Background: an optimization exercise with open tools, aiming at small area, a short achievable clock period and few clock cycles. Do not read the settings as production practice. Power figures rest on the tool's default switching activity, not on a simulated workload.

// fpdivsqrt
module fpdivsqrt (
    input  wire        clk,
    input  wire        rst_n,
    input  wire        in_valid,
    output wire        in_ready,
    input  wire        in_op,
    input  wire [1:0]  in_rnd,
    input  wire        in_ftz,
    input  wire        in_canon,
    input  wire [31:0] in_a,
    input  wire [31:0] in_b,
    output reg         out_valid,
    output reg  [31:0] out_result,
    output reg  [5:0]  out_flags
);
==> flow/config.mk <==
export PLATFORM = sky130hd
export DESIGN_NAME = fpdivsqrt
export DESIGN_NICKNAME = fpdivsqrt
export VERILOG_FILES = /design/flow/design.v
export SDC_FILE = /design/flow/constraint.sdc
export NUM_CORES = 4
export LEC_CHECK = 0
export CAP_MARGIN = 50
export CORE_MARGIN = 2
export CORE_UTILIZATION = 40
export CTS_CLUSTER_DIAMETER = 100
export CTS_CLUSTER_SIZE = 30
export SLEW_MARGIN = 70
export TNS_END_PERCENT = 100
==> flow/constraint.sdc <==
create_clock -name core_clock -period 10.0 [get_ports {clk}]
set_input_delay 2.0000 -clock core_clock [delete_from_list [all_inputs] [get_ports {clk}]]
set_output_delay 2.0000 -clock core_clock [all_outputs]
set_load 0.01 [all_outputs]
standard.sh (not shown) runs the stock make flow with config.mk's settings and CLKGATE_MAP_FILE= SYNTH_SCRIPT=/design/flow/synth_recipe.tcl, a recipe that flattens the netlist after the stock synthesis.
==> flow/flow/run.sh <==
#!/bin/bash
set -euo pipefail
bash standard.sh SETUP_SLACK_MARGIN=6.6 "BUFFER_PORTS_ARGS=-buffer_cell sky130_fd_sc_hd__buf_4" > standard.log 2>&1
Edit:
--- a/flow/design.v
+++ b/flow/design.v
@@ -42,31 +42,30 @@
     wire b_snan = b_nan && !fb[22];
     wire a_inf  = (ea_f == 8'hFF) && (fa == 0);
     wire b_inf  = (eb_f == 8'hFF) && (fb == 0);
     wire a_sub  = (ea_f == 8'h00) && (fa != 0);
     wire b_sub  = !is_sqrt && (eb_f == 8'h00) && (fb != 0);
     wire a_zero = (ea_f == 8'h00) && ((fa == 0) || i_ftz);
     wire b_zero = (eb_f == 8'h00) && ((fb == 0) || i_ftz);
     wire den_in = i_ftz && (a_sub || b_sub);
-    wire        a_ez = (ea_f == 8'h00), b_ez = (eb_f == 8'h00);
-    wire [23:0] ma = a_ez ? {fa, 1'b0} : {1'b1, fa};
-    wire [23:0] mb = b_ez ? {fb, 1'b0} : {1'b1, fb};
-    reg [4:0] lfa, lfb;
+    wire [23:0] ma = (ea_f == 0) ? {1'b0, fa} : {1'b1, fa};
+    wire [23:0] mb = (eb_f == 0) ? {1'b0, fb} : {1'b1, fb};
+    wire [7:0]  ea_e = (ea_f == 0) ? 8'd1 : ea_f;
+    wire [7:0]  eb_e = (eb_f == 0) ? 8'd1 : eb_f;
+    reg [4:0] lza, lzb;
     integer i;
     always @(*) begin
-        lfa = 5'd0;
-        lfb = 5'd0;
-        for (i = 0; i < 23; i = i + 1) begin
-            if (fa[i]) lfa = 5'd22 - i[4:0];
-            if (fb[i]) lfb = 5'd22 - i[4:0];
+        lza = 5'd0;
+        lzb = 5'd0;
+        for (i = 0; i < 24; i = i + 1) begin
+            if (ma[i]) lza = 5'd23 - i[4:0];
+            if (mb[i]) lzb = 5'd23 - i[4:0];
         end
     end
-    wire [4:0]  lza = a_ez ? lfa : 5'd0;
-    wire [4:0]  lzb = b_ez ? lfb : 5'd0;
     reg        sp_sel, sp_inv, sp_dz, sp_pb, sp_pz;
     reg [1:0]  sp_ss;
     reg [1:0]  sp_kind;
     always @(*) begin
         sp_sel  = 1'b1;
         sp_inv  = 1'b0;
         sp_dz   = 1'b0;
         sp_kind = 2'd0;
@@ -113,18 +112,18 @@
         c_pb   <= sp_pb;
         c_pz   <= sp_pz;
         c_kind <= sp_kind;
         c_den  <= den_in;
         c_dz   <= sp_dz;
         c_inv  <= sp_inv;
         c_lza  <= lza;
         c_lzb  <= lzb;
-        c_ea   <= ea_f;
-        c_ed   <= {1'b0, ea_f} - {1'b0, eb_f};
+        c_ea   <= ea_e;
+        c_ed   <= {1'b0, ea_e} - {1'b0, eb_e};
         c_ma   <= ma;
         c_mb   <= mb;
     end
     wire [23:0] na = c_ma << c_lza;
     wire [23:0] nb = c_mb << c_lzb;
     wire signed [10:0] xa = $signed({3'd0, c_ea}) - 11'sd127 - $signed({6'd0, c_lza});
     wire signed [10:0] xd = $signed({{2{c_ed[8]}}, c_ed})
                           - $signed({6'd0, c_lza}) + $signed({6'd0, c_lzb});
Sequential power barely changes; via count came out lower by about 0.9%; maximum frequency came out lower by about 3.2%; sequential cell count does not change; power came out higher by about 0.5%; routed wire length came out lower by 1.7%; hold slack gains 0.024 ns.
No functional check of the RTL was part of any run of this note.

==> port drivers added, routing unchanged <==
The results above use ideal ports. As a check the final layouts listed here were re-extracted and re-timed, cells and wires unchanged.
Step 1 sets driving cells, clkbuf_16 on the clock port and buf_2 on the other inputs (assumed; they add their load-dependent delay and slew).
Step 2, shift: input delay + t, output delay - t, t = (earliest + latest rising clock arrival at the registers) / 2. This alone moves slack from input paths to output paths.
Slacks: ideal / step 1 / step 2; pairs: ideal / step 1.
run | t (ns) | slack for setup (ns) | worst setup path after step 2
the first run | 0.852 | 6.668 / 6.662 / 5.898 | input to register
the second run | 0.829 | 6.556 / 6.598 / 5.769 | input to register
After both steps every run listed still meets setup and hold. The setup slack of the second run, which loses most, moves by +0.042 ns with the drivers and by -0.787 ns with both steps.
